Context: an optimization exercise on an open-source flow, tuned for small area and a short achievable clock period. The choices shown serve that exercise and are no tape-out recipe. The RTL was checked by simulation tests, not by an equivalence proof against the original design.

**flow/flow/run.sh**
```bash
#!/bin/bash
# The standard ORFS layout (the standard.sh), with two changes:
# timing repair keeps a setup margin, so that paths are optimised well below
# the 20 ns clock, and the ports get plain buffers.
set -euo pipefail
bash standard.sh SETUP_SLACK_MARGIN=14.7 "BUFFER_PORTS_ARGS=-buffer_cell sky130_fd_sc_hd__buf_1"  "CTS_ARGS=-sink_clustering_enable -repair_clock_nets -dont_use_dummy_load -sink_clustering_size 30 -sink_clustering_max_diameter 60" finish > orfs_flow.log 2>&1
```
**flow/standard.sh**
```bash
#!/bin/bash
# synth_recipe.tcl (not shown) runs the flow's synth.tcl, then flattens the netlist and writes it again
# the make line also repeats each setting of config.mk as NAME=value (left out here)
make -C /OpenROAD-flow-scripts/flow DESIGN_CONFIG=/design/flow/config.mk WORK_HOME=/design/flow/orfs CLKGATE_MAP_FILE= SYNTH_SCRIPT=/design/flow/synth_recipe.tcl "${@:-finish}"
```
**flow/config.mk**
```make
export PLATFORM = sky130hd
export DESIGN_NAME = memi_bch79
export DESIGN_NICKNAME = memi_bch79
export VERILOG_FILES = /design/flow/design.v
export SDC_FILE = /design/flow/constraint.sdc
export NUM_CORES = 4
export LEC_CHECK = 0
export CAP_MARGIN = 20
export CORE_MARGIN = 2
export CORE_UTILIZATION = 50
export SLEW_MARGIN = 20
```
**flow/constraint.sdc**
```tcl
create_clock -name core_clock -period 20.0 [get_ports {clk}]
set_input_delay 4.0000 -clock core_clock [delete_from_list [all_inputs] [get_ports {clk}]]
set_output_delay 4.0000 -clock core_clock [all_outputs]
set_load 0.01 [all_outputs]
```
**flow/design.v**
```verilog
module memi_bch79 (
    input  wire        clk,
    input  wire        rst_n,
    input  wire        enc_valid,
    input  wire [63:0] enc_data,
    output reg         enc_out_valid,
    output reg  [78:0] enc_code,
    input  wire        dec_valid,
    input  wire [78:0] dec_code,
    output reg         dec_out_valid,
    output reg  [63:0] dec_data,
    output reg  [1:0]  dec_status
);
    function [6:0] gf_mul;
        input [6:0] a;
        input [6:0] b;
        integer k;
        reg [6:0] acc;
        reg [6:0] sh;
        begin
            acc = 7'd0;
            sh  = a;
            for (k = 0; k < 7; k = k + 1) begin
                if (b[k]) acc = acc ^ sh;
                sh = {sh[5:0], 1'b0} ^ (sh[6] ? 7'h09 : 7'h00);
            end
            gf_mul = acc;
        end
    endfunction
    wire [13:0] enc_chk;
    wire enc_par;
    wire ex0 = enc_data[17] ^ enc_data[43];
    wire ex1 = enc_data[14] ^ enc_data[3];
    wire ex2 = enc_data[0] ^ enc_data[22];
    wire ex3 = enc_data[13] ^ enc_data[46];
    wire ex4 = enc_data[27] ^ enc_data[33];
    wire ex5 = enc_data[30] ^ enc_data[44];
    wire ex6 = enc_data[1] ^ enc_data[23];
    wire ex7 = enc_data[31] ^ enc_data[47];
    wire ex8 = enc_data[37] ^ enc_data[62];
    wire ex9 = enc_data[2] ^ enc_data[24];
    wire ex10 = enc_data[38] ^ enc_data[63];
    wire ex11 = enc_data[25] ^ enc_data[26];
    wire ex12 = enc_data[32] ^ enc_data[4];
    wire ex13 = enc_data[18] ^ enc_data[5];
    wire ex14 = enc_data[29] ^ enc_data[45];
    wire ex15 = enc_data[48] ^ enc_data[61];
    wire ex16 = enc_data[50] ^ enc_data[53];
    wire ex17 = enc_data[56] ^ ex1;
    wire ex18 = enc_data[28] ^ enc_data[59];
    wire ex19 = enc_data[10] ^ enc_data[54];
    wire ex20 = enc_data[49] ^ enc_data[57];
    wire ex21 = enc_data[11] ^ enc_data[55];
    wire ex22 = enc_data[12] ^ enc_data[58];
    wire ex23 = enc_data[42] ^ enc_data[6];
    wire ex24 = enc_data[9] ^ ex0;
    wire ex25 = ex14 ^ ex4;
    wire ex26 = ex16 ^ ex2;
    wire ex27 = enc_data[39] ^ ex6;
    wire ex28 = enc_data[7] ^ ex8;
    wire ex29 = enc_data[40] ^ ex9;
    wire ex30 = enc_data[41] ^ ex3;
    wire ex31 = ex5 ^ ex7;
    wire ex32 = enc_data[35] ^ enc_data[60];
    wire ex33 = enc_data[34] ^ ex18;
    wire ex34 = ex15 ^ ex19;
    wire ex35 = enc_data[21] ^ ex10;
    wire ex36 = ex11 ^ ex12;
    wire ex37 = enc_data[20] ^ ex28;
    wire ex38 = enc_data[15] ^ enc_data[19];
    wire ex39 = enc_data[52] ^ enc_data[8];
    wire ex40 = enc_data[16] ^ enc_data[50];
    wire ex41 = enc_data[14] ^ ex13;
    wire ex42 = ex20 ^ ex21;
    wire ex43 = enc_data[61] ^ ex23;
    wire ex44 = ex22 ^ ex40;
    wire ex45 = enc_data[51] ^ ex24;
    wire ex46 = ex27 ^ ex32;
    wire ex47 = enc_data[36] ^ ex29;
    wire ex48 = enc_data[60] ^ ex35;
    wire ex49 = ex30 ^ ex42;
    wire ex50 = ex17 ^ ex31;
    wire ex51 = enc_data[5] ^ enc_data[58];
    wire ex52 = enc_data[30] ^ enc_data[43];
    wire ex53 = enc_data[22] ^ enc_data[55];
    wire ex54 = enc_data[26] ^ enc_data[49];
    wire ex55 = enc_data[10] ^ enc_data[4];
    wire ex56 = enc_data[42] ^ enc_data[47];
    wire ex57 = enc_data[57] ^ ex3;
    wire ex58 = enc_data[6] ^ ex15;
    wire ex59 = enc_data[13] ^ ex0;
    wire ex60 = enc_data[38] ^ ex4;
    wire ex61 = enc_data[40] ^ ex39;
    wire ex62 = ex38 ^ ex52;
    wire ex63 = enc_data[25] ^ ex10;
    wire ex64 = enc_data[23] ^ ex13;
    wire ex65 = enc_data[0] ^ ex1;
    wire ex66 = enc_data[29] ^ ex21;
    wire ex67 = enc_data[2] ^ ex22;
    wire ex68 = enc_data[62] ^ ex11;
    wire ex69 = ex12 ^ ex54;
    wire ex70 = enc_data[27] ^ ex23;
    wire ex71 = enc_data[37] ^ ex33;
    wire ex72 = enc_data[39] ^ ex26;
    wire ex73 = ex25 ^ ex41;
    wire ex74 = ex26 ^ ex60;
    wire ex75 = ex34 ^ ex61;
    wire ex76 = enc_data[32] ^ ex25;
    wire ex77 = enc_data[41] ^ ex44;
    wire ex78 = enc_data[46] ^ ex43;
    wire ex79 = ex27 ^ ex63;
    wire ex80 = enc_data[9] ^ ex29;
    wire ex81 = enc_data[24] ^ ex30;
    wire ex82 = ex31 ^ ex36;
    wire ex83 = ex24 ^ ex33;
    wire ex84 = enc_data[63] ^ ex17;
    wire ex85 = ex45 ^ ex58;
    wire ex86 = enc_data[16] ^ ex37;
    wire ex87 = enc_data[54] ^ ex48;
    wire ex88 = ex47 ^ ex62;
    wire ex89 = ex50 ^ ex53;
    wire ex90 = ex37 ^ ex65;
    wire ex91 = ex46 ^ ex68;
    wire ex92 = enc_data[15] ^ ex49;
    wire ex_enc_chk_0_0 = enc_data[8] ^ ex38;
    wire ex_enc_chk_0_1 = ex5 ^ ex57;
    wire ex_enc_chk_0_2 = ex_enc_chk_0_0 ^ ex71;
    wire ex_enc_chk_0_3 = ex72 ^ ex73;
    wire ex_enc_chk_0_4 = ex_enc_chk_0_1 ^ ex85;
    wire ex_enc_chk_0_5 = ex_enc_chk_0_2 ^ ex_enc_chk_0_3;
    assign enc_chk[0] = ex_enc_chk_0_4 ^ ex_enc_chk_0_5;
    wire ex_enc_chk_1_0 = enc_data[59] ^ ex20;
    wire ex_enc_chk_1_1 = ex51 ^ ex7;
    wire ex_enc_chk_1_2 = ex59 ^ ex_enc_chk_1_0;
    wire ex_enc_chk_1_3 = ex_enc_chk_1_1 ^ ex46;
    wire ex_enc_chk_1_4 = ex74 ^ ex75;
    wire ex_enc_chk_1_5 = ex_enc_chk_1_2 ^ ex86;
    wire ex_enc_chk_1_6 = ex_enc_chk_1_3 ^ ex_enc_chk_1_4;
    assign enc_chk[1] = ex_enc_chk_1_5 ^ ex_enc_chk_1_6;
    wire ex_enc_chk_2_0 = ex2 ^ ex51;
    wire ex_enc_chk_2_1 = ex6 ^ ex8;
    wire ex_enc_chk_2_2 = ex_enc_chk_2_0 ^ ex_enc_chk_2_1;
    wire ex_enc_chk_2_3 = ex49 ^ ex76;
    wire ex_enc_chk_2_4 = ex_enc_chk_2_2 ^ ex87;
    wire ex_enc_chk_2_5 = ex88 ^ ex_enc_chk_2_3;
    assign enc_chk[2] = ex_enc_chk_2_4 ^ ex_enc_chk_2_5;
    wire ex_enc_chk_3_0 = enc_data[20] ^ enc_data[33];
    wire ex_enc_chk_3_1 = ex9 ^ ex_enc_chk_3_0;
    wire ex_enc_chk_3_2 = ex_enc_chk_3_1 ^ ex71;
    wire ex_enc_chk_3_3 = ex77 ^ ex78;
    wire ex_enc_chk_3_4 = ex79 ^ ex89;
    wire ex_enc_chk_3_5 = ex_enc_chk_3_2 ^ ex_enc_chk_3_3;
    assign enc_chk[3] = ex_enc_chk_3_4 ^ ex_enc_chk_3_5;
    wire ex_enc_chk_4_0 = enc_data[19] ^ enc_data[21];
    wire ex_enc_chk_4_1 = enc_data[28] ^ enc_data[8];
    wire ex_enc_chk_4_2 = ex32 ^ ex_enc_chk_4_0;
    wire ex_enc_chk_4_3 = ex_enc_chk_4_1 ^ ex28;
    wire ex_enc_chk_4_4 = ex36 ^ ex64;
    wire ex_enc_chk_4_5 = ex_enc_chk_4_2 ^ ex50;
    wire ex_enc_chk_4_6 = ex74 ^ ex78;
    wire ex_enc_chk_4_7 = ex80 ^ ex_enc_chk_4_3;
    wire ex_enc_chk_4_8 = ex_enc_chk_4_4 ^ ex_enc_chk_4_5;
    wire ex_enc_chk_4_9 = ex_enc_chk_4_6 ^ ex_enc_chk_4_7;
    assign enc_chk[4] = ex_enc_chk_4_8 ^ ex_enc_chk_4_9;
    wire ex_enc_chk_5_0 = enc_data[17] ^ enc_data[18];
    wire ex_enc_chk_5_1 = enc_data[36] ^ enc_data[59];
    wire ex_enc_chk_5_2 = ex10 ^ ex16;
    wire ex_enc_chk_5_3 = ex19 ^ ex6;
    wire ex_enc_chk_5_4 = ex_enc_chk_5_0 ^ ex_enc_chk_5_1;
    wire ex_enc_chk_5_5 = ex_enc_chk_5_2 ^ ex_enc_chk_5_3;
    wire ex_enc_chk_5_6 = ex_enc_chk_5_4 ^ ex81;
    wire ex_enc_chk_5_7 = ex82 ^ ex_enc_chk_5_5;
    wire ex_enc_chk_5_8 = ex90 ^ ex_enc_chk_5_6;
    assign enc_chk[5] = ex_enc_chk_5_7 ^ ex_enc_chk_5_8;
    wire ex_enc_chk_6_0 = enc_data[1] ^ ex9;
    wire ex_enc_chk_6_1 = ex26 ^ ex43;
    wire ex_enc_chk_6_2 = ex57 ^ ex66;
    wire ex_enc_chk_6_3 = ex_enc_chk_6_0 ^ ex82;
    wire ex_enc_chk_6_4 = ex83 ^ ex_enc_chk_6_1;
    wire ex_enc_chk_6_5 = ex_enc_chk_6_2 ^ ex87;
    wire ex_enc_chk_6_6 = ex_enc_chk_6_3 ^ ex_enc_chk_6_4;
    assign enc_chk[6] = ex_enc_chk_6_5 ^ ex_enc_chk_6_6;
    wire ex_enc_chk_7_0 = enc_data[43] ^ enc_data[51];
    wire ex_enc_chk_7_1 = enc_data[7] ^ ex13;
    wire ex_enc_chk_7_2 = ex_enc_chk_7_0 ^ ex34;
    wire ex_enc_chk_7_3 = ex67 ^ ex_enc_chk_7_1;
    wire ex_enc_chk_7_4 = ex76 ^ ex_enc_chk_7_2;
    wire ex_enc_chk_7_5 = ex_enc_chk_7_3 ^ ex89;
    wire ex_enc_chk_7_6 = ex91 ^ ex_enc_chk_7_4;
    assign enc_chk[7] = ex_enc_chk_7_5 ^ ex_enc_chk_7_6;
    wire ex_enc_chk_8_0 = enc_data[31] ^ enc_data[52];
    wire ex_enc_chk_8_1 = ex8 ^ ex_enc_chk_8_0;
    wire ex_enc_chk_8_2 = ex64 ^ ex66;
    wire ex_enc_chk_8_3 = ex69 ^ ex_enc_chk_8_1;
    wire ex_enc_chk_8_4 = ex45 ^ ex47;
    wire ex_enc_chk_8_5 = ex72 ^ ex84;
    wire ex_enc_chk_8_6 = ex_enc_chk_8_2 ^ ex_enc_chk_8_3;
    wire ex_enc_chk_8_7 = ex_enc_chk_8_4 ^ ex_enc_chk_8_5;
    assign enc_chk[8] = ex_enc_chk_8_6 ^ ex_enc_chk_8_7;
    wire ex_enc_chk_9_0 = enc_data[12] ^ ex12;
    wire ex_enc_chk_9_1 = ex14 ^ ex2;
    wire ex_enc_chk_9_2 = ex17 ^ ex_enc_chk_9_0;
    wire ex_enc_chk_9_3 = ex_enc_chk_9_1 ^ ex75;
    wire ex_enc_chk_9_4 = ex79 ^ ex81;
    wire ex_enc_chk_9_5 = ex83 ^ ex_enc_chk_9_2;
    wire ex_enc_chk_9_6 = ex_enc_chk_9_3 ^ ex_enc_chk_9_4;
    assign enc_chk[9] = ex_enc_chk_9_5 ^ ex_enc_chk_9_6;
    wire ex_enc_chk_10_0 = enc_data[29] ^ enc_data[33];
    wire ex_enc_chk_10_1 = enc_data[53] ^ ex5;
    wire ex_enc_chk_10_2 = ex55 ^ ex56;
    wire ex_enc_chk_10_3 = ex_enc_chk_10_0 ^ ex41;
    wire ex_enc_chk_10_4 = ex_enc_chk_10_1 ^ ex_enc_chk_10_2;
    wire ex_enc_chk_10_5 = ex80 ^ ex_enc_chk_10_3;
    wire ex_enc_chk_10_6 = ex_enc_chk_10_4 ^ ex91;
    wire ex_enc_chk_10_7 = ex92 ^ ex_enc_chk_10_5;
    assign enc_chk[10] = ex_enc_chk_10_6 ^ ex_enc_chk_10_7;
    wire ex_enc_chk_11_0 = enc_data[11] ^ enc_data[34];
    wire ex_enc_chk_11_1 = enc_data[45] ^ enc_data[5];
    wire ex_enc_chk_11_2 = ex11 ^ ex7;
    wire ex_enc_chk_11_3 = ex_enc_chk_11_0 ^ ex_enc_chk_11_1;
    wire ex_enc_chk_11_4 = ex34 ^ ex70;
    wire ex_enc_chk_11_5 = ex_enc_chk_11_2 ^ ex_enc_chk_11_3;
    wire ex_enc_chk_11_6 = ex77 ^ ex84;
    wire ex_enc_chk_11_7 = ex_enc_chk_11_4 ^ ex_enc_chk_11_5;
    wire ex_enc_chk_11_8 = ex88 ^ ex_enc_chk_11_6;
    assign enc_chk[11] = ex_enc_chk_11_7 ^ ex_enc_chk_11_8;
    wire ex_enc_chk_12_0 = enc_data[12] ^ enc_data[3];
    wire ex_enc_chk_12_1 = enc_data[31] ^ enc_data[35];
    wire ex_enc_chk_12_2 = enc_data[44] ^ enc_data[48];
    wire ex_enc_chk_12_3 = enc_data[51] ^ ex0;
    wire ex_enc_chk_12_4 = ex18 ^ ex_enc_chk_12_0;
    wire ex_enc_chk_12_5 = ex_enc_chk_12_1 ^ ex_enc_chk_12_2;
    wire ex_enc_chk_12_6 = ex36 ^ ex70;
    wire ex_enc_chk_12_7 = ex_enc_chk_12_3 ^ ex_enc_chk_12_4;
    wire ex_enc_chk_12_8 = ex_enc_chk_12_5 ^ ex_enc_chk_12_6;
    wire ex_enc_chk_12_9 = ex_enc_chk_12_7 ^ ex86;
    wire ex_enc_chk_12_10 = ex92 ^ ex_enc_chk_12_8;
    assign enc_chk[12] = ex_enc_chk_12_9 ^ ex_enc_chk_12_10;
    wire ex_enc_chk_13_0 = enc_data[28] ^ enc_data[36];
    wire ex_enc_chk_13_1 = enc_data[44] ^ enc_data[56];
    wire ex_enc_chk_13_2 = enc_data[7] ^ ex39;
    wire ex_enc_chk_13_3 = ex56 ^ ex_enc_chk_13_0;
    wire ex_enc_chk_13_4 = ex_enc_chk_13_1 ^ ex44;
    wire ex_enc_chk_13_5 = ex59 ^ ex69;
    wire ex_enc_chk_13_6 = ex_enc_chk_13_2 ^ ex_enc_chk_13_3;
    wire ex_enc_chk_13_7 = ex48 ^ ex73;
    wire ex_enc_chk_13_8 = ex_enc_chk_13_4 ^ ex_enc_chk_13_5;
    wire ex_enc_chk_13_9 = ex_enc_chk_13_6 ^ ex_enc_chk_13_7;
    assign enc_chk[13] = ex_enc_chk_13_8 ^ ex_enc_chk_13_9;
    wire ex_enc_par_0 = enc_data[1] ^ enc_data[11];
    wire ex_enc_par_1 = enc_data[19] ^ enc_data[52];
    wire ex_enc_par_2 = ex20 ^ ex55;
    wire ex_enc_par_3 = ex_enc_par_0 ^ ex_enc_par_1;
    wire ex_enc_par_4 = ex25 ^ ex35;
    wire ex_enc_par_5 = ex67 ^ ex_enc_par_2;
    wire ex_enc_par_6 = ex_enc_par_3 ^ ex_enc_par_4;
    wire ex_enc_par_7 = ex_enc_par_5 ^ ex85;
    wire ex_enc_par_8 = ex90 ^ ex_enc_par_6;
    assign enc_par = ex_enc_par_7 ^ ex_enc_par_8;
    always @(posedge clk) begin
        enc_out_valid <= rst_n & enc_valid;
        enc_code      <= {enc_par, enc_chk, enc_data};
    end
    wire [6:0] s1_c, s3_c;
    wire p_ca, p_cb;
    wire sx0 = dec_code[41] ^ dec_code[61];
    wire sx1 = dec_code[10] ^ dec_code[37];
    wire sx2 = dec_code[44] ^ dec_code[58];
    wire sx3 = dec_code[11] ^ dec_code[24];
    wire sx4 = dec_code[16] ^ dec_code[23];
    wire sx5 = dec_code[36] ^ dec_code[9];
    wire sx6 = dec_code[42] ^ dec_code[59];
    wire sx7 = dec_code[43] ^ dec_code[62];
    wire sx8 = dec_code[46] ^ dec_code[60];
    wire sx9 = dec_code[19] ^ dec_code[3];
    wire sx10 = dec_code[38] ^ sx1;
    wire sx11 = sx0 ^ sx2;
    wire sx12 = dec_code[5] ^ dec_code[53];
    wire sx13 = dec_code[2] ^ dec_code[25];
    wire sx14 = dec_code[47] ^ dec_code[72];
    wire sx15 = dec_code[12] ^ dec_code[26];
    wire sx16 = dec_code[35] ^ sx4;
    wire sx17 = dec_code[45] ^ sx6;
    wire sx18 = dec_code[13] ^ dec_code[27];
    wire sx19 = dec_code[14] ^ dec_code[17];
    wire sx20 = dec_code[40] ^ dec_code[57];
    wire sx21 = dec_code[55] ^ dec_code[63];
    wire sx22 = dec_code[15] ^ dec_code[18];
    wire sx23 = dec_code[54] ^ dec_code[6];
    wire sx24 = dec_code[34] ^ dec_code[39];
    wire sx25 = dec_code[48] ^ dec_code[73];
    wire sx26 = dec_code[71] ^ sx5;
    wire sx27 = dec_code[32] ^ sx9;
    wire sx28 = dec_code[20] ^ sx3;
    wire sx29 = dec_code[0] ^ dec_code[7];
    wire sx30 = dec_code[1] ^ dec_code[28];
    wire sx31 = dec_code[33] ^ dec_code[4];
    wire sx32 = dec_code[52] ^ dec_code[77];
    wire sx33 = dec_code[8] ^ sx18;
    wire sx34 = sx20 ^ sx8;
    wire sx35 = dec_code[29] ^ sx13;
    wire sx36 = dec_code[22] ^ sx15;
    wire sx37 = sx17 ^ sx7;
    wire sx38 = dec_code[31] ^ sx11;
    wire sx39 = dec_code[56] ^ sx10;
    wire sx40 = dec_code[49] ^ dec_code[74];
    wire sx41 = dec_code[51] ^ sx12;
    wire sx42 = dec_code[21] ^ sx24;
    wire sx43 = dec_code[69] ^ sx21;
    wire sx44 = sx14 ^ sx25;
    wire sx45 = dec_code[75] ^ sx26;
    wire sx46 = sx16 ^ sx29;
    wire sx47 = sx28 ^ sx31;
    wire sx48 = dec_code[11] ^ dec_code[30];
    wire sx49 = dec_code[50] ^ dec_code[68];
    wire sx50 = sx19 ^ sx30;
    wire sx51 = dec_code[76] ^ sx22;
    wire sx52 = dec_code[67] ^ sx40;
    wire sx53 = dec_code[4] ^ sx32;
    wire sx54 = dec_code[13] ^ sx27;
    wire sx55 = dec_code[5] ^ sx35;
    wire sx56 = sx11 ^ sx43;
    wire sx57 = dec_code[70] ^ sx36;
    wire sx58 = dec_code[64] ^ sx37;
    wire sx59 = sx33 ^ sx46;
    wire sx60 = sx23 ^ sx38;
    wire sx61 = sx42 ^ sx55;
    wire sx62 = dec_code[42] ^ dec_code[8];
    wire sx63 = dec_code[26] ^ dec_code[47];
    wire sx64 = dec_code[57] ^ dec_code[7];
    wire sx65 = dec_code[61] ^ dec_code[66];
    wire sx66 = dec_code[77] ^ dec_code[9];
    wire sx67 = dec_code[14] ^ dec_code[76];
    wire sx68 = dec_code[52] ^ dec_code[58];
    wire sx69 = dec_code[25] ^ dec_code[73];
    wire sx70 = dec_code[28] ^ dec_code[38];
    wire sx71 = dec_code[36] ^ dec_code[62];
    wire sx72 = dec_code[0] ^ dec_code[22];
    wire sx73 = dec_code[1] ^ dec_code[45];
    wire sx74 = dec_code[51] ^ dec_code[53];
    wire sx75 = sx0 ^ sx12;
    wire sx76 = dec_code[12] ^ sx14;
    wire sx77 = dec_code[63] ^ sx7;
    wire sx78 = dec_code[65] ^ sx8;
    wire sx79 = dec_code[50] ^ sx22;
    wire sx80 = sx25 ^ sx63;
    wire sx81 = sx48 ^ sx66;
    wire sx82 = dec_code[75] ^ sx49;
    wire sx83 = sx23 ^ sx68;
    wire sx84 = dec_code[54] ^ sx32;
    wire sx85 = dec_code[71] ^ sx74;
    wire sx86 = dec_code[39] ^ sx41;
    wire sx87 = sx15 ^ sx52;
    wire sx88 = sx34 ^ sx41;
    wire sx89 = dec_code[10] ^ sx53;
    wire sx90 = sx19 ^ sx27;
    wire sx91 = sx26 ^ sx72;
    wire sx92 = sx28 ^ sx9;
    wire sx93 = sx44 ^ sx84;
    wire sx94 = sx13 ^ sx16;
    wire sx95 = dec_code[19] ^ sx51;
    wire sx96 = sx38 ^ sx54;
    wire sx97 = sx39 ^ sx86;
    wire sx98 = sx45 ^ sx87;
    wire sx99 = sx39 ^ sx47;
    wire sx100 = sx56 ^ sx69;
    wire sx_s1_c_0_0 = dec_code[30] ^ dec_code[32];
    wire sx_s1_c_0_1 = dec_code[37] ^ dec_code[48];
    wire sx_s1_c_0_2 = sx21 ^ sx3;
    wire sx_s1_c_0_3 = sx_s1_c_0_0 ^ sx_s1_c_0_1;
    wire sx_s1_c_0_4 = sx34 ^ sx50;
    wire sx_s1_c_0_5 = sx75 ^ sx_s1_c_0_2;
    wire sx_s1_c_0_6 = sx_s1_c_0_3 ^ sx45;
    wire sx_s1_c_0_7 = sx_s1_c_0_4 ^ sx_s1_c_0_5;
    wire sx_s1_c_0_8 = sx58 ^ sx59;
    wire sx_s1_c_0_9 = sx_s1_c_0_6 ^ sx_s1_c_0_7;
    assign s1_c[0] = sx_s1_c_0_8 ^ sx_s1_c_0_9;
    wire sx_s1_c_1_0 = dec_code[24] ^ dec_code[33];
    wire sx_s1_c_1_1 = dec_code[49] ^ sx5;
    wire sx_s1_c_1_2 = sx62 ^ sx_s1_c_1_0;
    wire sx_s1_c_1_3 = sx35 ^ sx50;
    wire sx_s1_c_1_4 = sx51 ^ sx76;
    wire sx_s1_c_1_5 = sx77 ^ sx78;
    wire sx_s1_c_1_6 = sx_s1_c_1_1 ^ sx_s1_c_1_2;
    wire sx_s1_c_1_7 = sx39 ^ sx_s1_c_1_3;
    wire sx_s1_c_1_8 = sx_s1_c_1_4 ^ sx_s1_c_1_5;
    wire sx_s1_c_1_9 = sx_s1_c_1_6 ^ sx60;
    wire sx_s1_c_1_10 = sx_s1_c_1_7 ^ sx_s1_c_1_8;
    assign s1_c[1] = sx_s1_c_1_9 ^ sx_s1_c_1_10;
    wire sx_s1_c_2_0 = dec_code[16] ^ dec_code[44];
    wire sx_s1_c_2_1 = sx21 ^ sx24;
    wire sx_s1_c_2_2 = sx64 ^ sx65;
    wire sx_s1_c_2_3 = sx_s1_c_2_0 ^ sx10;
    wire sx_s1_c_2_4 = sx35 ^ sx79;
    wire sx_s1_c_2_5 = sx80 ^ sx81;
    wire sx_s1_c_2_6 = sx_s1_c_2_1 ^ sx_s1_c_2_2;
    wire sx_s1_c_2_7 = sx37 ^ sx54;
    wire sx_s1_c_2_8 = sx_s1_c_2_3 ^ sx_s1_c_2_4;
    wire sx_s1_c_2_9 = sx_s1_c_2_5 ^ sx_s1_c_2_6;
    wire sx_s1_c_2_10 = sx_s1_c_2_7 ^ sx_s1_c_2_8;
    assign s1_c[2] = sx_s1_c_2_9 ^ sx_s1_c_2_10;
    wire sx_s1_c_3_0 = dec_code[20] ^ dec_code[23];
    wire sx_s1_c_3_1 = dec_code[24] ^ dec_code[55];
    wire sx_s1_c_3_2 = sx30 ^ sx31;
    wire sx_s1_c_3_3 = sx6 ^ sx64;
    wire sx_s1_c_3_4 = sx_s1_c_3_0 ^ sx_s1_c_3_1;
    wire sx_s1_c_3_5 = sx_s1_c_3_2 ^ sx_s1_c_3_3;
    wire sx_s1_c_3_6 = sx_s1_c_3_4 ^ sx_s1_c_3_5;
    wire sx_s1_c_3_7 = sx96 ^ sx97;
    wire sx_s1_c_3_8 = sx98 ^ sx_s1_c_3_6;
    assign s1_c[3] = sx_s1_c_3_7 ^ sx_s1_c_3_8;
    wire sx_s1_c_4_0 = dec_code[32] ^ dec_code[60];
    wire sx_s1_c_4_1 = dec_code[72] ^ sx20;
    wire sx_s1_c_4_2 = sx67 ^ sx_s1_c_4_0;
    wire sx_s1_c_4_3 = sx33 ^ sx82;
    wire sx_s1_c_4_4 = sx83 ^ sx_s1_c_4_1;
    wire sx_s1_c_4_5 = sx_s1_c_4_2 ^ sx37;
    wire sx_s1_c_4_6 = sx_s1_c_4_3 ^ sx_s1_c_4_4;
    wire sx_s1_c_4_7 = sx61 ^ sx99;
    wire sx_s1_c_4_8 = sx_s1_c_4_5 ^ sx_s1_c_4_6;
    assign s1_c[4] = sx_s1_c_4_7 ^ sx_s1_c_4_8;
    wire sx_s1_c_5_0 = dec_code[15] ^ dec_code[3];
    wire sx_s1_c_5_1 = dec_code[33] ^ dec_code[35];
    wire sx_s1_c_5_2 = dec_code[43] ^ dec_code[59];
    wire sx_s1_c_5_3 = dec_code[6] ^ dec_code[7];
    wire sx_s1_c_5_4 = sx67 ^ sx70;
    wire sx_s1_c_5_5 = sx_s1_c_5_0 ^ sx_s1_c_5_1;
    wire sx_s1_c_5_6 = sx_s1_c_5_2 ^ sx_s1_c_5_3;
    wire sx_s1_c_5_7 = sx36 ^ sx42;
    wire sx_s1_c_5_8 = sx81 ^ sx_s1_c_5_4;
    wire sx_s1_c_5_9 = sx_s1_c_5_5 ^ sx_s1_c_5_6;
    wire sx_s1_c_5_10 = sx88 ^ sx_s1_c_5_7;
    wire sx_s1_c_5_11 = sx_s1_c_5_8 ^ sx_s1_c_5_9;
    wire sx_s1_c_5_12 = sx100 ^ sx_s1_c_5_10;
    assign s1_c[5] = sx_s1_c_5_11 ^ sx_s1_c_5_12;
    wire sx_s1_c_6_0 = dec_code[15] ^ dec_code[29];
    wire sx_s1_c_6_1 = dec_code[40] ^ dec_code[47];
    wire sx_s1_c_6_2 = dec_code[56] ^ dec_code[60];
    wire sx_s1_c_6_3 = dec_code[74] ^ sx24;
    wire sx_s1_c_6_4 = sx71 ^ sx_s1_c_6_0;
    wire sx_s1_c_6_5 = sx_s1_c_6_1 ^ sx_s1_c_6_2;
    wire sx_s1_c_6_6 = sx17 ^ sx_s1_c_6_3;
    wire sx_s1_c_6_7 = sx_s1_c_6_4 ^ sx_s1_c_6_5;
    wire sx_s1_c_6_8 = sx57 ^ sx89;
    wire sx_s1_c_6_9 = sx_s1_c_6_6 ^ sx_s1_c_6_7;
    wire sx_s1_c_6_10 = sx59 ^ sx60;
    wire sx_s1_c_6_11 = sx_s1_c_6_8 ^ sx_s1_c_6_9;
    assign s1_c[6] = sx_s1_c_6_10 ^ sx_s1_c_6_11;
    wire sx_s3_c_0_0 = dec_code[69] ^ sx40;
    wire sx_s3_c_0_1 = sx75 ^ sx80;
    wire sx_s3_c_0_2 = sx83 ^ sx_s3_c_0_0;
    wire sx_s3_c_0_3 = sx47 ^ sx90;
    wire sx_s3_c_0_4 = sx91 ^ sx_s3_c_0_1;
    wire sx_s3_c_0_5 = sx_s3_c_0_2 ^ sx58;
    wire sx_s3_c_0_6 = sx_s3_c_0_3 ^ sx_s3_c_0_4;
    assign s3_c[0] = sx_s3_c_0_5 ^ sx_s3_c_0_6;
    wire sx_s3_c_1_0 = dec_code[17] ^ dec_code[59];
    wire sx_s3_c_1_1 = dec_code[68] ^ dec_code[77];
    wire sx_s3_c_1_2 = sx71 ^ sx73;
    wire sx_s3_c_1_3 = sx_s3_c_1_0 ^ sx_s3_c_1_1;
    wire sx_s3_c_1_4 = sx43 ^ sx76;
    wire sx_s3_c_1_5 = sx_s3_c_1_2 ^ sx_s3_c_1_3;
    wire sx_s3_c_1_6 = sx46 ^ sx92;
    wire sx_s3_c_1_7 = sx_s3_c_1_4 ^ sx_s3_c_1_5;
    wire sx_s3_c_1_8 = sx60 ^ sx97;
    wire sx_s3_c_1_9 = sx_s3_c_1_6 ^ sx_s3_c_1_7;
    assign s3_c[1] = sx_s3_c_1_8 ^ sx_s3_c_1_9;
    wire sx_s3_c_2_0 = dec_code[57] ^ sx18;
    wire sx_s3_c_2_1 = sx19 ^ sx4;
    wire sx_s3_c_2_2 = sx70 ^ sx8;
    wire sx_s3_c_2_3 = sx77 ^ sx_s3_c_2_0;
    wire sx_s3_c_2_4 = sx_s3_c_2_1 ^ sx_s3_c_2_2;
    wire sx_s3_c_2_5 = sx92 ^ sx93;
    wire sx_s3_c_2_6 = sx_s3_c_2_3 ^ sx_s3_c_2_4;
    wire sx_s3_c_2_7 = sx61 ^ sx98;
    wire sx_s3_c_2_8 = sx_s3_c_2_5 ^ sx_s3_c_2_6;
    assign s3_c[2] = sx_s3_c_2_7 ^ sx_s3_c_2_8;
    wire sx_s3_c_3_0 = dec_code[21] ^ dec_code[23];
    wire sx_s3_c_3_1 = dec_code[27] ^ dec_code[34];
    wire sx_s3_c_3_2 = dec_code[52] ^ sx1;
    wire sx_s3_c_3_3 = sx14 ^ sx29;
    wire sx_s3_c_3_4 = sx3 ^ sx73;
    wire sx_s3_c_3_5 = sx_s3_c_3_0 ^ sx_s3_c_3_1;
    wire sx_s3_c_3_6 = sx78 ^ sx79;
    wire sx_s3_c_3_7 = sx_s3_c_3_2 ^ sx_s3_c_3_3;
    wire sx_s3_c_3_8 = sx_s3_c_3_4 ^ sx_s3_c_3_5;
    wire sx_s3_c_3_9 = sx45 ^ sx57;
    wire sx_s3_c_3_10 = sx90 ^ sx_s3_c_3_6;
    wire sx_s3_c_3_11 = sx_s3_c_3_7 ^ sx_s3_c_3_8;
    wire sx_s3_c_3_12 = sx100 ^ sx_s3_c_3_9;
    wire sx_s3_c_3_13 = sx_s3_c_3_10 ^ sx_s3_c_3_11;
    assign s3_c[3] = sx_s3_c_3_12 ^ sx_s3_c_3_13;
    wire sx_s3_c_4_0 = dec_code[18] ^ dec_code[21];
    wire sx_s3_c_4_1 = dec_code[68] ^ dec_code[70];
    wire sx_s3_c_4_2 = sx62 ^ sx_s3_c_4_0;
    wire sx_s3_c_4_3 = sx_s3_c_4_1 ^ sx44;
    wire sx_s3_c_4_4 = sx_s3_c_4_2 ^ sx88;
    wire sx_s3_c_4_5 = sx89 ^ sx94;
    wire sx_s3_c_4_6 = sx_s3_c_4_3 ^ sx96;
    wire sx_s3_c_4_7 = sx_s3_c_4_4 ^ sx_s3_c_4_5;
    assign s3_c[4] = sx_s3_c_4_6 ^ sx_s3_c_4_7;
    wire sx_s3_c_5_0 = dec_code[2] ^ dec_code[34];
    wire sx_s3_c_5_1 = dec_code[55] ^ dec_code[61];
    wire sx_s3_c_5_2 = dec_code[67] ^ sx12;
    wire sx_s3_c_5_3 = sx2 ^ sx23;
    wire sx_s3_c_5_4 = sx48 ^ sx49;
    wire sx_s3_c_5_5 = sx7 ^ sx_s3_c_5_0;
    wire sx_s3_c_5_6 = sx_s3_c_5_1 ^ sx10;
    wire sx_s3_c_5_7 = sx16 ^ sx34;
    wire sx_s3_c_5_8 = sx53 ^ sx_s3_c_5_2;
    wire sx_s3_c_5_9 = sx_s3_c_5_3 ^ sx_s3_c_5_4;
    wire sx_s3_c_5_10 = sx_s3_c_5_5 ^ sx91;
    wire sx_s3_c_5_11 = sx95 ^ sx_s3_c_5_6;
    wire sx_s3_c_5_12 = sx_s3_c_5_7 ^ sx_s3_c_5_8;
    wire sx_s3_c_5_13 = sx_s3_c_5_9 ^ sx_s3_c_5_10;
    wire sx_s3_c_5_14 = sx_s3_c_5_11 ^ sx_s3_c_5_12;
    assign s3_c[5] = sx_s3_c_5_13 ^ sx_s3_c_5_14;
    wire sx_s3_c_6_0 = dec_code[46] ^ dec_code[62];
    wire sx_s3_c_6_1 = dec_code[74] ^ sx30;
    wire sx_s3_c_6_2 = sx65 ^ sx_s3_c_6_0;
    wire sx_s3_c_6_3 = sx17 ^ sx33;
    wire sx_s3_c_6_4 = sx44 ^ sx85;
    wire sx_s3_c_6_5 = sx_s3_c_6_1 ^ sx_s3_c_6_2;
    wire sx_s3_c_6_6 = sx57 ^ sx94;
    wire sx_s3_c_6_7 = sx95 ^ sx_s3_c_6_3;
    wire sx_s3_c_6_8 = sx_s3_c_6_4 ^ sx_s3_c_6_5;
    wire sx_s3_c_6_9 = sx99 ^ sx_s3_c_6_6;
    wire sx_s3_c_6_10 = sx_s3_c_6_7 ^ sx_s3_c_6_8;
    assign s3_c[6] = sx_s3_c_6_9 ^ sx_s3_c_6_10;
    wire sx_p_ca_0 = dec_code[30] ^ dec_code[31];
    wire sx_p_ca_1 = dec_code[6] ^ sx22;
    wire sx_p_ca_2 = sx5 ^ sx_p_ca_0;
    wire sx_p_ca_3 = sx10 ^ sx27;
    wire sx_p_ca_4 = sx36 ^ sx50;
    wire sx_p_ca_5 = sx_p_ca_1 ^ sx_p_ca_2;
    wire sx_p_ca_6 = sx47 ^ sx_p_ca_3;
    wire sx_p_ca_7 = sx_p_ca_4 ^ sx_p_ca_5;
    wire sx_p_ca_8 = sx59 ^ sx61;
    wire sx_p_ca_9 = sx_p_ca_6 ^ sx_p_ca_7;
    assign p_ca = sx_p_ca_8 ^ sx_p_ca_9;
    wire sx_p_cb_0 = dec_code[56] ^ dec_code[65];
    wire sx_p_cb_1 = dec_code[66] ^ dec_code[70];
    wire sx_p_cb_2 = dec_code[76] ^ dec_code[78];
    wire sx_p_cb_3 = sx_p_cb_0 ^ sx_p_cb_1;
    wire sx_p_cb_4 = sx_p_cb_2 ^ sx34;
    wire sx_p_cb_5 = sx52 ^ sx82;
    wire sx_p_cb_6 = sx85 ^ sx_p_cb_3;
    wire sx_p_cb_7 = sx56 ^ sx93;
    wire sx_p_cb_8 = sx_p_cb_4 ^ sx_p_cb_5;
    wire sx_p_cb_9 = sx_p_cb_6 ^ sx58;
    wire sx_p_cb_10 = sx_p_cb_7 ^ sx_p_cb_8;
    assign p_cb = sx_p_cb_9 ^ sx_p_cb_10;
    reg        v1;
    reg [63:0] d1;
    reg [6:0]  u_q, s3_q;
    reg        p_qa, p_qb;     
    wire       p_q = p_qa ^ p_qb;
    always @(posedge clk) begin
        v1   <= rst_n & dec_valid;
        d1   <= dec_code[63:0];
        u_q  <= s1_c;
        s3_q <= s3_c;
        p_qa <= p_ca;
        p_qb <= p_cb;
    end
    wire [127:0] u_oh = 128'd1 << u_q;
    wire [6:0] w_inv3;
    assign w_inv3[0] = |(u_oh & 128'h85171f397d3521e1ec0715d9c155d956);
    assign w_inv3[1] = |(u_oh & 128'h77bca8c40edde83cfa9b8fae20590f0);
    assign w_inv3[2] = |(u_oh & 128'hd3d8a3c4b729aac8883ed3b1ef77e000);
    assign w_inv3[3] = |(u_oh & 128'h9d7459fd639529fbdb72e2c062284688);
    assign w_inv3[4] = |(u_oh & 128'h76d02a17ab13d34bf22b331b534913bc);
    assign w_inv3[5] = |(u_oh & 128'h7a55ce6bcde0f5c45424a2b9e9a25f80);
    assign w_inv3[6] = |(u_oh & 128'h4ae285f65b8d65a17edf971ddc8880a0);
    function in_range;
        input [6:0] x;
        begin
            case (x)
                7'd1, 7'd2, 7'd4, 7'd8, 7'd16, 7'd32, 7'd64, 7'd9, 7'd18, 7'd36, 7'd72, 7'd25, 7'd50, 7'd100, 7'd65, 7'd11, 7'd22, 7'd44, 7'd88, 7'd57, 7'd114, 7'd109, 7'd83, 7'd47, 7'd94, 7'd53, 7'd106, 7'd93, 7'd51, 7'd102, 7'd69, 7'd3, 7'd6, 7'd12, 7'd24, 7'd48, 7'd96, 7'd73, 7'd27, 7'd54, 7'd108, 7'd81, 7'd43, 7'd86, 7'd37, 7'd74, 7'd29, 7'd58, 7'd116, 7'd97, 7'd75, 7'd31, 7'd62, 7'd124, 7'd113, 7'd107, 7'd95, 7'd55, 7'd110, 7'd85, 7'd35, 7'd70, 7'd5, 7'd10, 7'd20, 7'd40, 7'd80, 7'd41, 7'd82, 7'd45, 7'd90, 7'd61, 7'd122, 7'd125, 7'd115, 7'd111, 7'd87, 7'd39: in_range = 1'b1;
                default: in_range = 1'b0;
            endcase
        end
    endfunction
    wire [6:0] ls [0:6];
    wire [6:0] ts;
    assign ls[0][0] = ^(s3_q & 7'h0);
    assign ls[0][1] = ^(s3_q & 7'h5c);
    assign ls[0][2] = ^(s3_q & 7'h58);
    assign ls[0][3] = ^(s3_q & 7'h60);
    assign ls[0][4] = ^(s3_q & 7'h16);
    assign ls[0][5] = ^(s3_q & 7'h68);
    assign ls[0][6] = ^(s3_q & 7'h48);
    assign ts[0] = ^(s3_q & 7'h1);
    assign ls[1][0] = ^(s3_q & 7'h0);
    assign ls[1][1] = ^(s3_q & 7'h6e);
    assign ls[1][2] = ^(s3_q & 7'h6c);
    assign ls[1][3] = ^(s3_q & 7'h30);
    assign ls[1][4] = ^(s3_q & 7'hb);
    assign ls[1][5] = ^(s3_q & 7'h74);
    assign ls[1][6] = ^(s3_q & 7'h64);
    assign ts[1] = ^(s3_q & 7'h40);
    assign ls[2][0] = ^(s3_q & 7'h0);
    assign ls[2][1] = ^(s3_q & 7'h77);
    assign ls[2][2] = ^(s3_q & 7'h76);
    assign ls[2][3] = ^(s3_q & 7'h18);
    assign ls[2][4] = ^(s3_q & 7'h5);
    assign ls[2][5] = ^(s3_q & 7'h3a);
    assign ls[2][6] = ^(s3_q & 7'h32);
    assign ts[2] = ^(s3_q & 7'h20);
    assign ls[3][0] = ^(s3_q & 7'h0);
    assign ls[3][1] = ^(s3_q & 7'h7b);
    assign ls[3][2] = ^(s3_q & 7'h3b);
    assign ls[3][3] = ^(s3_q & 7'h4c);
    assign ls[3][4] = ^(s3_q & 7'h42);
    assign ls[3][5] = ^(s3_q & 7'h5d);
    assign ls[3][6] = ^(s3_q & 7'h19);
    assign ts[3] = ^(s3_q & 7'h10);
    assign ls[4][0] = ^(s3_q & 7'h0);
    assign ls[4][1] = ^(s3_q & 7'h3d);
    assign ls[4][2] = ^(s3_q & 7'h1d);
    assign ls[4][3] = ^(s3_q & 7'h66);
    assign ls[4][4] = ^(s3_q & 7'h21);
    assign ls[4][5] = ^(s3_q & 7'h2e);
    assign ls[4][6] = ^(s3_q & 7'hc);
    assign ts[4] = ^(s3_q & 7'h8);
    assign ls[5][0] = ^(s3_q & 7'h0);
    assign ls[5][1] = ^(s3_q & 7'h1e);
    assign ls[5][2] = ^(s3_q & 7'he);
    assign ls[5][3] = ^(s3_q & 7'h33);
    assign ls[5][4] = ^(s3_q & 7'h50);
    assign ls[5][5] = ^(s3_q & 7'h57);
    assign ls[5][6] = ^(s3_q & 7'h46);
    assign ts[5] = ^(s3_q & 7'h44);
    assign ls[6][0] = ^(s3_q & 7'h0);
    assign ls[6][1] = ^(s3_q & 7'h4f);
    assign ls[6][2] = ^(s3_q & 7'h47);
    assign ls[6][3] = ^(s3_q & 7'h59);
    assign ls[6][4] = ^(s3_q & 7'h28);
    assign ls[6][5] = ^(s3_q & 7'h6b);
    assign ls[6][6] = ^(s3_q & 7'h23);
    assign ts[6] = ^(s3_q & 7'h22);
    wire [6:0] y_v = ({7{w_inv3[0]}} & ls[0]) ^ ({7{w_inv3[1]}} & ls[1]) ^
                     ({7{w_inv3[2]}} & ls[2]) ^ ({7{w_inv3[3]}} & ls[3]) ^
                     ({7{w_inv3[4]}} & ls[4]) ^ ({7{w_inv3[5]}} & ls[5]) ^
                     ({7{w_inv3[6]}} & ls[6]);
    wire       trc = ~^(w_inv3 & ts);
    reg        v2;
    reg [63:0] d2;
    reg [6:0]  u2, y2;
    reg        p2, trc2, u_nz2, s3_nz2;
    always @(posedge clk) begin
        v2     <= rst_n & v1;
        d2     <= d1;
        u2     <= u_q;
        y2     <= y_v;
        p2     <= p_q;
        trc2   <= trc;
        u_nz2  <= |u_q;
        s3_nz2 <= |s3_q;
    end
    wire [6:0] ubx [0:6];
    assign ubx[0][0] = ^(u2 & 7'h1);
    assign ubx[0][1] = ^(u2 & 7'h2);
    assign ubx[0][2] = ^(u2 & 7'h4);
    assign ubx[0][3] = ^(u2 & 7'h8);
    assign ubx[0][4] = ^(u2 & 7'h10);
    assign ubx[0][5] = ^(u2 & 7'h20);
    assign ubx[0][6] = ^(u2 & 7'h40);
    assign ubx[1][0] = ^(u2 & 7'h40);
    assign ubx[1][1] = ^(u2 & 7'h1);
    assign ubx[1][2] = ^(u2 & 7'h2);
    assign ubx[1][3] = ^(u2 & 7'h44);
    assign ubx[1][4] = ^(u2 & 7'h8);
    assign ubx[1][5] = ^(u2 & 7'h10);
    assign ubx[1][6] = ^(u2 & 7'h20);
    assign ubx[2][0] = ^(u2 & 7'h20);
    assign ubx[2][1] = ^(u2 & 7'h40);
    assign ubx[2][2] = ^(u2 & 7'h1);
    assign ubx[2][3] = ^(u2 & 7'h22);
    assign ubx[2][4] = ^(u2 & 7'h44);
    assign ubx[2][5] = ^(u2 & 7'h8);
    assign ubx[2][6] = ^(u2 & 7'h10);
    assign ubx[3][0] = ^(u2 & 7'h10);
    assign ubx[3][1] = ^(u2 & 7'h20);
    assign ubx[3][2] = ^(u2 & 7'h40);
    assign ubx[3][3] = ^(u2 & 7'h11);
    assign ubx[3][4] = ^(u2 & 7'h22);
    assign ubx[3][5] = ^(u2 & 7'h44);
    assign ubx[3][6] = ^(u2 & 7'h8);
    assign ubx[4][0] = ^(u2 & 7'h8);
    assign ubx[4][1] = ^(u2 & 7'h10);
    assign ubx[4][2] = ^(u2 & 7'h20);
    assign ubx[4][3] = ^(u2 & 7'h48);
    assign ubx[4][4] = ^(u2 & 7'h11);
    assign ubx[4][5] = ^(u2 & 7'h22);
    assign ubx[4][6] = ^(u2 & 7'h44);
    assign ubx[5][0] = ^(u2 & 7'h44);
    assign ubx[5][1] = ^(u2 & 7'h8);
    assign ubx[5][2] = ^(u2 & 7'h10);
    assign ubx[5][3] = ^(u2 & 7'h64);
    assign ubx[5][4] = ^(u2 & 7'h48);
    assign ubx[5][5] = ^(u2 & 7'h11);
    assign ubx[5][6] = ^(u2 & 7'h22);
    assign ubx[6][0] = ^(u2 & 7'h22);
    assign ubx[6][1] = ^(u2 & 7'h44);
    assign ubx[6][2] = ^(u2 & 7'h8);
    assign ubx[6][3] = ^(u2 & 7'h32);
    assign ubx[6][4] = ^(u2 & 7'h64);
    assign ubx[6][5] = ^(u2 & 7'h48);
    assign ubx[6][6] = ^(u2 & 7'h11);
    wire [6:0] x1  = ({7{y2[0]}} & ubx[0]) ^ ({7{y2[1]}} & ubx[1]) ^
                     ({7{y2[2]}} & ubx[2]) ^ ({7{y2[3]}} & ubx[3]) ^
                     ({7{y2[4]}} & ubx[4]) ^ ({7{y2[5]}} & ubx[5]) ^
                     ({7{y2[6]}} & ubx[6]);
    wire [6:0] x2  = x1 ^ u2;
    wire       u_nz  = u_nz2;
    wire       s3_nz = s3_nz2;
    wire       x1_z  = ~|x1;
    wire       in1   = in_range(x1);
    wire       in2   = in_range(x2);
    wire       ok    = u_nz & ~trc2 & in2 & ((in1 & ~p2) | x1_z);
    reg [7:0]  lo1, lo2;
    reg [15:0] hi1, hi2;
    integer i;
    always @* begin
        for (i = 0; i < 8; i = i + 1) begin
            lo1[i] = ok & (x1[2:0] == i);
            lo2[i] = ok & (x2[2:0] == i);
        end
        for (i = 0; i < 16; i = i + 1) begin
            hi1[i] = (x1[6:3] == i);
            hi2[i] = (x2[6:3] == i);
        end
    end
    wire [63:0] fix;
    assign fix[0] = (lo1[1] & hi1[8]) | (lo2[1] & hi2[8]);
    assign fix[1] = (lo1[3] & hi1[1]) | (lo2[3] & hi2[1]);
    assign fix[2] = (lo1[6] & hi1[2]) | (lo2[6] & hi2[2]);
    assign fix[3] = (lo1[4] & hi1[5]) | (lo2[4] & hi2[5]);
    assign fix[4] = (lo1[0] & hi1[11]) | (lo2[0] & hi2[11]);
    assign fix[5] = (lo1[1] & hi1[7]) | (lo2[1] & hi2[7]);
    assign fix[6] = (lo1[2] & hi1[14]) | (lo2[2] & hi2[14]);
    assign fix[7] = (lo1[5] & hi1[13]) | (lo2[5] & hi2[13]);
    assign fix[8] = (lo1[3] & hi1[10]) | (lo2[3] & hi2[10]);
    assign fix[9] = (lo1[7] & hi1[5]) | (lo2[7] & hi2[5]);
    assign fix[10] = (lo1[6] & hi1[11]) | (lo2[6] & hi2[11]);
    assign fix[11] = (lo1[5] & hi1[6]) | (lo2[5] & hi2[6]);
    assign fix[12] = (lo1[2] & hi1[13]) | (lo2[2] & hi2[13]);
    assign fix[13] = (lo1[5] & hi1[11]) | (lo2[5] & hi2[11]);
    assign fix[14] = (lo1[3] & hi1[6]) | (lo2[3] & hi2[6]);
    assign fix[15] = (lo1[6] & hi1[12]) | (lo2[6] & hi2[12]);
    assign fix[16] = (lo1[5] & hi1[8]) | (lo2[5] & hi2[8]);
    assign fix[17] = (lo1[3] & hi1[0]) | (lo2[3] & hi2[0]);
    assign fix[18] = (lo1[6] & hi1[0]) | (lo2[6] & hi2[0]);
    assign fix[19] = (lo1[4] & hi1[1]) | (lo2[4] & hi2[1]);
    assign fix[20] = (lo1[0] & hi1[3]) | (lo2[0] & hi2[3]);
    assign fix[21] = (lo1[0] & hi1[6]) | (lo2[0] & hi2[6]);
    assign fix[22] = (lo1[0] & hi1[12]) | (lo2[0] & hi2[12]);
    assign fix[23] = (lo1[1] & hi1[9]) | (lo2[1] & hi2[9]);
    assign fix[24] = (lo1[3] & hi1[3]) | (lo2[3] & hi2[3]);
    assign fix[25] = (lo1[6] & hi1[6]) | (lo2[6] & hi2[6]);
    assign fix[26] = (lo1[4] & hi1[13]) | (lo2[4] & hi2[13]);
    assign fix[27] = (lo1[1] & hi1[10]) | (lo2[1] & hi2[10]);
    assign fix[28] = (lo1[3] & hi1[5]) | (lo2[3] & hi2[5]);
    assign fix[29] = (lo1[6] & hi1[10]) | (lo2[6] & hi2[10]);
    assign fix[30] = (lo1[5] & hi1[4]) | (lo2[5] & hi2[4]);
    assign fix[31] = (lo1[2] & hi1[9]) | (lo2[2] & hi2[9]);
    assign fix[32] = (lo1[5] & hi1[3]) | (lo2[5] & hi2[3]);
    assign fix[33] = (lo1[2] & hi1[7]) | (lo2[2] & hi2[7]);
    assign fix[34] = (lo1[4] & hi1[14]) | (lo2[4] & hi2[14]);
    assign fix[35] = (lo1[1] & hi1[12]) | (lo2[1] & hi2[12]);
    assign fix[36] = (lo1[3] & hi1[9]) | (lo2[3] & hi2[9]);
    assign fix[37] = (lo1[7] & hi1[3]) | (lo2[7] & hi2[3]);
    assign fix[38] = (lo1[6] & hi1[7]) | (lo2[6] & hi2[7]);
    assign fix[39] = (lo1[4] & hi1[15]) | (lo2[4] & hi2[15]);
    assign fix[40] = (lo1[1] & hi1[14]) | (lo2[1] & hi2[14]);
    assign fix[41] = (lo1[3] & hi1[13]) | (lo2[3] & hi2[13]);
    assign fix[42] = (lo1[7] & hi1[11]) | (lo2[7] & hi2[11]);
    assign fix[43] = (lo1[7] & hi1[6]) | (lo2[7] & hi2[6]);
    assign fix[44] = (lo1[6] & hi1[13]) | (lo2[6] & hi2[13]);
    assign fix[45] = (lo1[5] & hi1[10]) | (lo2[5] & hi2[10]);
    assign fix[46] = (lo1[3] & hi1[4]) | (lo2[3] & hi2[4]);
    assign fix[47] = (lo1[6] & hi1[8]) | (lo2[6] & hi2[8]);
    assign fix[48] = (lo1[5] & hi1[0]) | (lo2[5] & hi2[0]);
    assign fix[49] = (lo1[2] & hi1[1]) | (lo2[2] & hi2[1]);
    assign fix[50] = (lo1[4] & hi1[2]) | (lo2[4] & hi2[2]);
    assign fix[51] = (lo1[0] & hi1[5]) | (lo2[0] & hi2[5]);
    assign fix[52] = (lo1[0] & hi1[10]) | (lo2[0] & hi2[10]);
    assign fix[53] = (lo1[1] & hi1[5]) | (lo2[1] & hi2[5]);
    assign fix[54] = (lo1[2] & hi1[10]) | (lo2[2] & hi2[10]);
    assign fix[55] = (lo1[5] & hi1[5]) | (lo2[5] & hi2[5]);
    assign fix[56] = (lo1[2] & hi1[11]) | (lo2[2] & hi2[11]);
    assign fix[57] = (lo1[5] & hi1[7]) | (lo2[5] & hi2[7]);
    assign fix[58] = (lo1[2] & hi1[15]) | (lo2[2] & hi2[15]);
    assign fix[59] = (lo1[5] & hi1[15]) | (lo2[5] & hi2[15]);
    assign fix[60] = (lo1[3] & hi1[14]) | (lo2[3] & hi2[14]);
    assign fix[61] = (lo1[7] & hi1[13]) | (lo2[7] & hi2[13]);
    assign fix[62] = (lo1[7] & hi1[10]) | (lo2[7] & hi2[10]);
    assign fix[63] = (lo1[7] & hi1[4]) | (lo2[7] & hi2[4]);
    reg [1:0] st;
    always @* begin
        if (ok)
            st = (x1_z & p2) ? 2'd1 : 2'd2;
        else if (!u_nz && !s3_nz)
            st = {1'b0, p2};
        else
            st = 2'd3;
    end
    always @(posedge clk) begin
        dec_out_valid <= rst_n & v2;
        dec_data      <= d2 ^ fix;
        dec_status    <= st;
    end
endmodule
```
==> flow_summary_export.csv, run 1 <==
group,metric,value,unit
placed_design,port_buffers,293,
global_route,grt_pass1_vias,13330,
worst_setup_path,startpoint,"dec_code[42]",
worst_setup_path,critical_path_depth,8,
yosys,avgSynthCellArea,9.555,um^2
drt,wl_met2,24.93,mm
yosys,synthesis.nets,1950,
global_route,grt_first_pass_wirelength,83.29,mm
clock_network,clock_path_buffers,3,
drt,avgViaCountPerCell,5.558,
worst_setup_path,worstReg2RegStart,"u2[3]",
sta,rsz0062_at_grt,"yes",
yosys,synthArstFlopShare,0,
finish,final_cell_area,19660,um^2
die,die_area,35700,um^2
worst_setup_path,worstSetupPathType,"in2reg",
drt,highest_layer,"met4",
drt,wl_met3,4.087,mm
worst_setup_path,crit_chain,"buf_2 > xor2_4 > xnor2_2 > xnor2_2 > buf_4 > xnor2_1 > xor2_1 > xnor2_1",
die,num_io_pins,294,
job,maxCapViolations,0,
yosys,netlist_area,17100,um^2
finish,drive_gt1_frac,0.07280,
finish,areaGrowthSynthToFinish,14.96,%
yosys,synth_common_cells,"539 x xnor2_1, 310 x dfxtp_1, 131 x nand2_1, 126 x xor2_1, 83 x nor2_1",
worst_setup_path,slowest_delay,0.34,ns
sta,fmax,189.1,MHz
worst_setup_path,reg2reg_to,"dec_data[6]",
yosys,ys_top_cells_by_area,"dfxtp_1 36%, xnor2_1 28%, xor2_1 6.5%, nand2_1 2.9%, a32oi_1 2.8%",
worst_setup_path,critPathLaunchType,"input pin",
status,status,"finished clean",
drt,antenna_left,0,
die,initial_core_util,0.5088,
worst_setup_path,crit_path_max_fanout,4,
sta,min_period_over_period,0.2644,
yosys,synth.ff_latch_count,310,
die,die_w,189.0,um
drt,drtIter0Drc,1403,
drt,firstDrtPassIters,6,
clock_network,clock_latency,0.57,ns
placed_design,routabilityCongestion,0.9437,
sta,tns,0,ns
yosys,seq_area_frac_synth,0.3628,
yosys,synth_top_area_cell,"dfxtp_1",
sta,setup_viol,0,
clock_network,cts_tree,"yes",
drt,totalWireLength,55.85,mm
global_route,antenna_found_initial,1,
global_route,grt_overflow,0,
drt,num_vias,13805,
sta,fin_skew,0.07842,ns
yosys,synth_warnings,1,
clock_network,path_clk_slew,0.07,ns
placed_design,post_dp_cell_area,18680,um^2
worst_setup_path,worstPathArrival,5.73,ns
yosys,post-synth-top-count-cell,"xnor2_1",
yosys,yosysTopAreaCellShare,0.3628,
yosys,synth_cell_types,79,
finish,nets,2195,
clock_network,hold_buffers,0,
yosys,synth_cells,1790,
die,core_area,33620,um^2
clock_network,cts-buffers-inserted,24,
worst_setup_path,slowest_stage,"xnor2_1",
sta,hold_viol_final,0,
drt,met1Wirelength,25.77,mm
drt,wl_per_cell,22.48,um
sta,slew_headroom,0.2306,
yosys,ys.flop_type,"dfxtp_1",
sta,period_needed,5.288,ns
worst_setup_path,endpoint,"s3_q[0]",
clock_network,cts_root_buffer,"clkbuf_16",
placed_design,hpwl,43.49,mm
sta,worstMarginPinSlew,1.145,ns
min_path,hold_class,"reg2reg",
global_route,grt_max_degree,67,
worst_setup_path,end_kind,"flop",
worst_setup_path,critPathRequiredTime,20.45,ns
clock_network,cts.sinks,310,
global_route,grt_usage,0.3055,
die,placementRows,67,
worst_setup_path,rr_worst_depth,13,
drt,drc,0,
worst_setup_path,crit_buf_inv,2,
clock_network,cts-htree-levels,1,
die,die_y,189.0,um
yosys,synth_edf_count,0,
worst_setup_path,reg2reg_slack,15.00,ns
worst_setup_path,cp_top_family,"XOR/XNOR gates",
sta,drv_slew,0,
## per-stage QoR
step | worst slack (ns) | utilization | hold WS [ns] | std cells
6_report | 14.71 | 0.5849 | 0.2955 | 2484
5_1_grt | 14.65 | 0.5848 | 0.2920 | 2482
4_1_cts | 14.66 | 0.5756 | 0.2938 | 2474
3_5_place_dp | 13.96 | 0.5556 | 0.3121 | 2449
3_3_place_gp | 13.95 | 0.5556 | 0.3099 | 2449
2_1_floorplan | 14.64 | - | 0.3096 | 1790
## area by class of cell
| cell class | count | area (um^2) |
|---|---|---|
| inverter | 31 | 116.4 |
| fill | 3095 | 13950 |
| multi-input combinational | 1358 | 10920 |
| antenna | 3 | 7.507 |
| tap | 448 | 560.5 |
| clock buffer | 24 | 600.6 |
| timing repair buffer | 310 | 1246 |
| sequential | 310 | 6207 |
## routing by layer
metal	up-vias	global-route usage
met3	71	0.04226
met2	619	0.4730
met1	6586	0.4516
li1	6529	-
met5	-	0
met4	0	0.06520
## layout by cell type, fill, tap and decap left out, drive strengths merged, types with 5 or more instances in the layout
cell type	count
o221ai	5
o211ai	11
mux2	5
a21oi	42
o22ai	15
xnor3	6
nand4	12
buf	304
or3	6
o2bb2ai	5
inv	30
a32o	9
dfxtp	310
a211oi	5
or2	7
nor3	23
a22oi	14
nand2	131
o21ai	30
xor2	129
a32oi	54
xnor2	540
nor2b	27
nand3	22
clkbuf	30
and2	12
nand2b	14
nor3b	5
mux2i	12
nor4	8
o311ai	5
nor2	83
a31oi	9
o32ai	7
ha	13
a22o	26
## state kept, by name (all words and copies together) (netlist names)
register       flops
p2                 1
s3_nz2             1
p_qb               1
s3_q               7
d1                64
enc_out_valid      1
p_qa               1
u2                 7
u_nz2              1
trc2               1
d2                64
dec_data          64
u_q                7
dec_out_valid      1
y2                 6
dec_status         2
v2                 1
enc_code          79
v1                 1
## repair_timing
item	in CTS	in global routing
pin swaps	0	8
gates resized for setup	13	39
endpoints found under the hold margin	0	0
setup endpoints to repair	6	47
buffers inserted	1	7
## cells by family after synthesis
logic type	count (synthesis)	share of synthesized area
and+or+nand+nor	369	0.1061
muxes	17	0.01031
adders and majority gates	13	0.009510
buffers and inverters	122	0.02985
AOI/OAI and AO/OA	280	0.1228
xor gates and xnor gates	679	0.3586
DFF	310	0.3628
## worst reg2reg max path, delay by kind of cell (launching register included)
| kind | cells | cell delay (ns) |
|---|---|---|
| compound gates | 2 | 0.59 |
| xor+xnor | 4 | 1.46 |
| buf+inv | 1 | 0.39 |
| flops | 1 | 0.69 |
| mux | 1 | 0.40 |
| simple gates | 5 | 1.31 |
## worst min path at each step
stage / from / to / slack, ns / depth (start not counted)
after floorplan: d1[0] / d2[0] / 0.31 / 0
after global placement: d1[18] / d2[18] / 0.31 / 0
after detailed placement: d1[35] / d2[35] / 0.31 / 0
after CTS: d1[56] / d2[56] / 0.29 / 0
after global routing: d1[56] / d2[56] / 0.29 / 0
final: d1[58] / d2[58] / 0.30 / 0
==> run 2: changes to the inputs <==
==> flow/flow/run.sh (replaced) <==
#!/bin/bash
# The standard ORFS layout (the standard.sh), with two changes:
# timing repair keeps a setup margin, so that paths are optimised well below
# the 20 ns clock, and the ports get plain buffers.
set -euo pipefail
bash standard.sh SETUP_SLACK_MARGIN=14.75 "BUFFER_PORTS_ARGS=-buffer_cell sky130_fd_sc_hd__buf_1"  "CTS_ARGS=-sink_clustering_enable -repair_clock_nets -dont_use_dummy_load -sink_clustering_size 30 -sink_clustering_max_diameter 60" finish > orfs_flow.log 2>&1
--- a/flow/config.mk
+++ b/flow/config.mk
@@ -9,3 +9,4 @@
 export CORE_MARGIN = 2
 export CORE_UTILIZATION = 50
+export PLACE_DENSITY = 0.75
 export SLEW_MARGIN = 20
==> run 2 against run 1 <==
Still clean. Utilization fell by 0.082 points. Global-route usage fell by 0.61 points. Sequential share of layout area barely moved. Die area did not move. Critical endpoint is now s3_q[6]. Largest cell class unchanged.
==> flow_summary_export.csv, run 2 <==
group,metric,value,unit
yosys,seq_area_frac_synth,0.3628,
yosys,netlist_area,17100,um^2
sta,tns,0,ns
worst_setup_path,crit_chain,"buf_1 > xor2_1 > xnor2_2 > buf_4 > xnor2_2 > xnor2_2 > xnor2_1 > xnor2_1 > xnor2_1",
finish,multiInputGateArea,10960,um^2
yosys,ys_top_cells_by_area,"dfxtp_1 36%, xnor2_1 28%, xor2_1 6.5%, nand2_1 2.9%, a32oi_1 2.8%",
finish,largest_reg_flops,79,
sta,period_needed,5.260,ns
global_route,antenna_found_initial,2,
sta,setup_viol,0,
die,die_y,189.0,um
status,status,"finished clean",
worst_setup_path,slowest_stage,"xnor2_2",
worst_setup_path,worstSetupPathType,"in2reg",
yosys,synth_cells,1790,
finish,seq_area,6207,um^2
yosys,synth_common_cells,"539 x xnor2_1, 310 x dfxtp_1, 131 x nand2_1, 126 x xor2_1, 83 x nor2_1",
global_route,grt_usage,0.2994,
drt,avgViaCountPerCell,5.686,
placed_design,hpwl,43.02,mm
die,initial_core_util,0.5088,
clock_network,cts-buffers-inserted,22,
die,num_io_pins,294,
yosys,synthesis.nets,1950,
sta,worstMarginPinSlew,1.236,ns
drt,wl_per_cell,22.36,um
die,die_area,35700,um^2
worst_setup_path,worstPathArrival,5.70,ns
clock_network,cts_root_buffer,"clkbuf_16",
clock_network,clock_latency,0.57,ns
drt,drtIter0Drc,1465,
clock_network,cts.sinks,310,
sta,slew_headroom,0.1697,
yosys,synth_top_area_cell,"dfxtp_1",
finish,post-route-util,0.5841,
finish,layout_common_cells,"491 x xnor2_1, 309 x dfxtp_1, 273 x buf_1",
global_route,grt_first_pass_wirelength,82.41,mm
drt,num_vias,14085,
yosys,post-synth-top-count-cell,"xnor2_1",
die,core_area,33620,um^2
placed_design,port_buffers,293,
worst_setup_path,critPathLaunchType,"input pin",
min_path,hold_class,"reg2reg",
sta,min_period_over_period,0.2630,
clock_network,cts-htree-levels,1,
finish,regMostFlops,"enc_code",
global_route,grt_pass1_vias,13512,
finish,nets,2190,
finish,drive_gt1_frac,0.07742,
die,die_w,189.0,um
sta,drv_slew,0,
placed_design,dpl.cell_count,2450,
drt,antenna_left,0,
yosys,synth_cell_types,79,
job,maxCapViolations,0,
clock_network,path_clk_slew,0.10,ns
worst_setup_path,end_kind,"flop",
yosys,ys.flop_type,"dfxtp_1",
sta,fin_skew,0.1083,ns
clock_network,clock_path_buffers,3,
sta,rsz0062_at_grt,"yes",
sta,hold_viol_final,0,
worst_setup_path,critPathRequiredTime,20.44,ns
worst_setup_path,slowest_delay,0.28,ns
clock_network,hold_buffers,0,
global_route,grt_overflow,0,
yosys,synthArstFlopShare,0,
drt,totalWireLength,55.38,mm
[run 2: cell counts after synthesis]
Identical to the previous run, type by type.
[run 2: layout make-up]
class                      instances  area share
sequential                       310      0.3161
inverter                          31    0.005926
clock buffer                      22     0.02804
multi-input combinational       1358      0.5584
tap                              448     0.02855
antenna                            1   0.0001274
timing repair buffer             307     0.06283
[run 2: timing repair]
item                                    CTS  global route
gates resized for setup                  15            42
endpoints found under the setup margin   12            52
buffers inserted                          1             3
cloned                                    0             0
pin swaps                                 1             7
[run 2: path summary, 6_finish.rpt]
| check | end | slack (ns) | start | cells past startpoint |
|---|---|---|---|---|
| worst min-delay path | d2[60] | 0.30 | d1[60] | 0 |
| worst max register to register | dec_data[56] | 15.11 | u2[3] | 13 |
| worst max-delay path | s3_q[6] | 14.74 | dec_code[16] | 9 |
| worst min register to register | d2[60] | 0.30 | d1[60] | 0 |
[run 2: cell families (layout without fill, tap and decap cells)]
kind of cell,Yosys count,in the layout,synth area share
simple gates,369,369,0.1061
compound gates,280,280,0.1228
fa+ha+maj,13,13,0.009510
buf+inv,122,360,0.02985
flops,310,310,0.3628
xor+xnor,679,679,0.3586
other cells,0,1,0
mux,17,17,0.01031
[run 2: critical path: cells and delay by family]
kind / cells / cell delay [ns]
XOR/XNOR: 7 / 1.29
buffers and inverters: 2 / 0.41
[run 2: metrics by stage]
stage	instance area (um^2)	setup WS, ns	hold slack (ns)
6_report	19640	14.74	0.3040
5_1_grt	19640	14.70	0.3032
4_1_cts	19380	14.74	0.3043
3_5_place_dp	18750	14.02	0.3121
3_3_place_gp	18750	13.97	0.3104
2_1_floorplan	17410	14.64	0.3096
[run 2: per-layer routing]
metal  up-vias  global-route usage  part of all wire
li1       6492                   -                 -
met1      6665              0.4134              0.41
met2       819              0.4859              0.46
met3       109             0.05468             0.097
met4         0             0.07031             0.025
met5         -                   0                 0

## port drivers added, routing unchanged
How much do the figures lean on ideal ports? The routed layouts below were timed once more, with nothing changed but the port constraints. Step 1: set_driving_cell puts a clkbuf_16 on clk and a buf_2 on each other input, an assumption about the parent block. Step 2 times the ports against the registers' clock, not the clock port: input delays grow and output delays shrink by t, the midpoint of the rising clock arrivals with the driver on. a / b / c = ideal ports / drivers / drivers and shift; a / b = the first two.
| run | shift t [ns] | setup WS [ns] | clock arrival spread, ns | pins driven straight from the clock port |
|---|---|---|---|---|
| run 1 | 0.583 | 14.712 / 14.743 / 14.160 | 0.079 / 0.078 | 1 |
| run 2 | 0.562 | 14.740 / 14.767 / 14.204 | 0.108 / 0.109 | 1 |
After both steps setup and hold are still met in every run listed. For run 1, which loses most, drivers alone change the setup slack by +0.031 ns; drivers and shift together by -0.552 ns.
